This design comes from an exercise in tuning for small area, a short achievable clock period and few clock cycles on the open sky130 flow, not from production work.
Function was checked by simulation only, so behaviour that the tests miss may differ from the original.
Power is estimated from default activity; no workload was simulated.

## cle_exec
module cle_exec (
    input  wire               clk,
    input  wire               rst,
    input  wire               start,
    output wire               ready,
    output reg                done,
    input  wire signed [31:0] x,
    input  wire signed [31:0] s,
    input  wire signed [31:0] r_in,
    input  wire        [30:0] slew,
    input  wire        [30:0] in_fs,
    input  wire               reverse,
    input  wire signed [15:0] kp,
    input  wire signed [15:0] ki,
    input  wire signed [15:0] kff,
    input  wire signed [15:0] u0,
    input  wire        [3:0]  kp_sh,
    input  wire        [3:0]  ki_sh,
    input  wire        [3:0]  kff_sh,
    input  wire signed [15:0] out_min,
    input  wire signed [15:0] out_max,
    input  wire signed [39:0] i_in,
    output reg                tbl_rd,
    output reg         [4:0]  tbl_k,
    input  wire        [31:0] tbl_lo,
    input  wire        [31:0] tbl_hi,
    output wire signed [31:0] r_out,
    output wire signed [39:0] i_out,
    output reg  signed [15:0] out,
    output reg                sat,
    output reg                clamped,
    output reg                ramping
);
Size: roughly 10000 cells after synthesis, ~470 I/O pins.
Settings: LEC_CHECK=0, CAP_MARGIN=20, CORE_MARGIN=2, CORE_UTILIZATION=40, PLACE_DENSITY=0.6, SLEW_MARGIN=20; clock period 16.5 ns.
run.sh (not shown) runs the stock make flow with config.mk's settings and CLKGATE_MAP_FILE= SYNTH_SCRIPT=/design/flow/synth_recipe.tcl, a recipe that flattens the netlist after the stock synthesis.
Testbench counts at the start, summed over its fixed seeds: cycles 66,624.
Edit:
--- a/flow/design.v
+++ b/flow/design.v
@@ -77,20 +77,19 @@
     wire signed [15:0] xq = qx[15:0];
     wire signed [15:0] e  = qx[15:0];
     wire signed [15:0] rq = qr[15:0];
     wire        [11:0] fr  = remx[11:0];
     wire        [31:0] mI  = sr;
     wire        [31:0] mP  = {slr, up};
-    wire        [31:0] tl  = {qx[16], fs};
     wire signed [23:0] mG  = fs3[23:0];
     wire signed [16:0] dgi = remx[30:14];
     reg  [17:0] kpr, kir;
     reg  [15:0] kffr;
     reg         pb, ib, gb;
     reg  [29:0] gpa;                 
-    reg  [23:0] gia;                 
+    reg  [27:0] gia;                 
     reg  [37:0] Pacc, Iacc;          
     reg  dipos, dineg, satpi, tnz, ilo, ihi, dlo, dhi;
     wire signed [32:0] s33   = {sr[31], sr};
     wire signed [34:0] rr35  = {{2{rr[32]}}, rr};
     wire signed [34:0] s35   = {{3{sr[31]}}, sr};
     wire signed [34:0] sl35  = {4'd0, slr};
@@ -98,13 +97,16 @@
     wire               up_n  = dsr[33];                        
     wire signed [34:0] ov_up = rr35 + sl35 - s35;              
     wire signed [34:0] ov_dn = rr35 + ~sl35 + ~s35 + 35'sd1;   
     wire signed [32:0] r_up  = rr + {2'b00, slr};
     wire signed [32:0] r_dn  = rr - {2'b00, slr};
     wire               take_s = (slr == 31'd0) | (up_n ? ~ov_up[34] : ov_dn[34]);
-    wire signed [31:0] r_new  = take_s ? sr : up_n ? r_up[31:0] : r_dn[31:0];
+    wire               sel_up = ~take_s & up_n;
+    wire               sel_dn = ~take_s & ~up_n;
+    wire signed [31:0] r_new  = (sr & {32{take_s}}) | (r_up[31:0] & {32{sel_up}}) |
+                                (r_dn[31:0] & {32{sel_dn}});
     wire        [31:0] r_abs  = r_new ^ {32{r_new[31]}};
     function [15:0] qfix(input [17:0] q, input sg);
         reg signed [17:0] v;
         begin
             v = $signed({sg, q[16:1] ^ {16{sg}}}) + $signed({17'd0, q[0] ^ sg});
             if (q[17])
@@ -129,21 +131,19 @@
     wire signed [15:0] e_new = ep_hi ? 16'sh7FFF : ep_lo ? 16'sh8000 : ep[15:0];
     wire        [15:0] a_new = ep[16] ? (en_hi ? 16'h8000 : en[15:0])
                                       : (ep_hi ? 16'h7FFF : ep[15:0]);
     wire        [4:0]  k_new = a_new[15] ? 5'd31 : a_new[14:10];
     wire        [10:0] f_new = a_new[15] ? 11'd1024 : {1'b0, a_new[9:0]};
     wire [29:0] gpa_n;
-    wire [23:0] gia_n;
+    wire [27:0] gia_n;
     wire [37:0] Pacc_n, Iacc_n;
     wire signed [16:0] dgp_n = $signed({1'b0, tbl_hi[15:0]})  - $signed({1'b0, tbl_lo[15:0]});
     wire signed [16:0] dgi_n = $signed({1'b0, tbl_hi[31:16]}) - $signed({1'b0, tbl_lo[31:16]});
     wire [31:0] e32 = {{16{e_new[15]}}, e_new};
-    wire [29:0] g0p = st[15] ? {10'd0, tl[15:0], 4'd0} : 30'd0;
-    wire [23:0] g0i = st[15] ? {4'd0, tl[31:16], 4'd0} : 24'd0;
-    cle_booth3 #(.W(30), .MW(24)) u_gp (.acc(gpa), .ext(g0p), .m(mG),  .bits({fr[5:0], gb}), .sum(gpa_n));
-    cle_booth3 #(.W(24), .MW(17)) u_gi (.acc(gia), .ext(g0i), .m(dgi), .bits({fr[5:0], gb}), .sum(gia_n));
+    cle_booth3 #(.W(30), .MW(24)) u_gp (.acc(gpa), .ext(30'd0), .m(mG),  .bits({fr[5:0], gb}), .sum(gpa_n));
+    cle_booth3 #(.W(28), .MW(17)) u_gi (.acc(gia), .ext(28'd0), .m(dgi), .bits({fr[5:0], gb}), .sum(gia_n));
     cle_booth3 #(.W(38), .MW(32)) u_bP (.acc(Pacc), .ext(38'd0), .m(mP),
                                         .bits({kpr[5:0], pb}), .sum(Pacc_n));
     cle_booth3 #(.W(38), .MW(32)) u_bI (.acc(Iacc), .ext(38'd0), .m(mI),
                                         .bits({kir[5:0], ib}), .sum(Iacc_n));
     wire signed [43:0] Sv = {Pacc, kpr[17:12]};            
     wire signed [43:0] Dv = {Iacc, kir[17:12]};            
@@ -277,20 +277,19 @@
                     sr         <= e32;
                     remx[11:0] <= {1'b0, f_new};
                     tbl_k  <= k_new;
                     tbl_rd <= 1'b1;
                     Pacc   <= 38'd0;
                     Iacc   <= 38'd0;
-                    gpa    <= 30'd0;
-                    gia    <= 24'd0;
                     pb     <= 1'b0;
                     ib     <= 1'b0;
                     gb     <= 1'b0;
                 end
                 if (st[13]) begin
-                    {qx[16], fs} <= tbl_lo;
+                    gpa          <= {4'd0, tbl_lo[15:0], 10'd0};
+                    gia          <= {2'd0, tbl_lo[31:16], 10'd0};
                     fs3[23:0]    <= {{7{dgp_n[16]}}, dgp_n};
                     remx[30:14]  <= dgi_n;
                     tbl_rd    <= 1'b0;
                 end
                 if (ph_a) begin
                     if (st[15]) begin
@@ -310,13 +309,13 @@
                         kir  <= {Iacc_n[5:0], kir[17:6]};
                         ib   <= kir[5];
                     end
                 end
                 if (ph_g) begin
                     gpa <= {{6{gpa_n[29]}}, gpa_n[29:6]};
-                    gia <= {{6{gia_n[23]}}, gia_n[23:6]};
+                    gia <= {{6{gia_n[27]}}, gia_n[27:6]};
                     remx[11:0] <= {6'd0, fr[11:6]};
                     gb <= fr[5];
                 end
                 if (st[15]) begin
                     gpa         <= 30'd0;
                     gb          <= 1'b0;
Outcome: Power is lower by 16%. Global-route usage is lower by 2.0 points. Synthesized cell count is higher by 0.34%. Setup slack improved by 0.43 ns. Routed wire length is lower by 4.2%. Design area hardly moves. Clock skew is lower by 0.029 ns. Via count barely changes. Synthesized area stays flat. Combinational power is lower by 22%.
Testbench counts after the change, summed over its fixed seeds: cycles 66,624.

==> static timing again, ports no longer ideal <==
In the flow no input, the clock included, has a driving cell. The finished layouts below were timed again as built, in two steps. Step 1, drivers: a clkbuf_16 drives clk and a buf_2 each remaining input, both assumed. Step 2 adds t to the input delays and takes it off the output delays; t is the mean of the earliest and latest rising clock arrival at the registers after step 1. Input paths then give back, and output paths get back, about the clock's delay inside the block. Slacks: no drivers / after step 1 / after step 2; pairs: no drivers / after step 1.
run	shift t [ns]	setup slack, ns	latest minus earliest clock arrival (ns)	slew at the worst register clock pin (ns)	cell pins on the clock port's net
the first run	0.873	8.151 / 8.151 / 8.151	0.091 / 0.091	0.08 / 0.08	1
the second run	0.851	8.583 / 8.583 / 8.583	0.064 / 0.064	0.07 / 0.07	1
After both steps setup and hold are still met in every run listed.
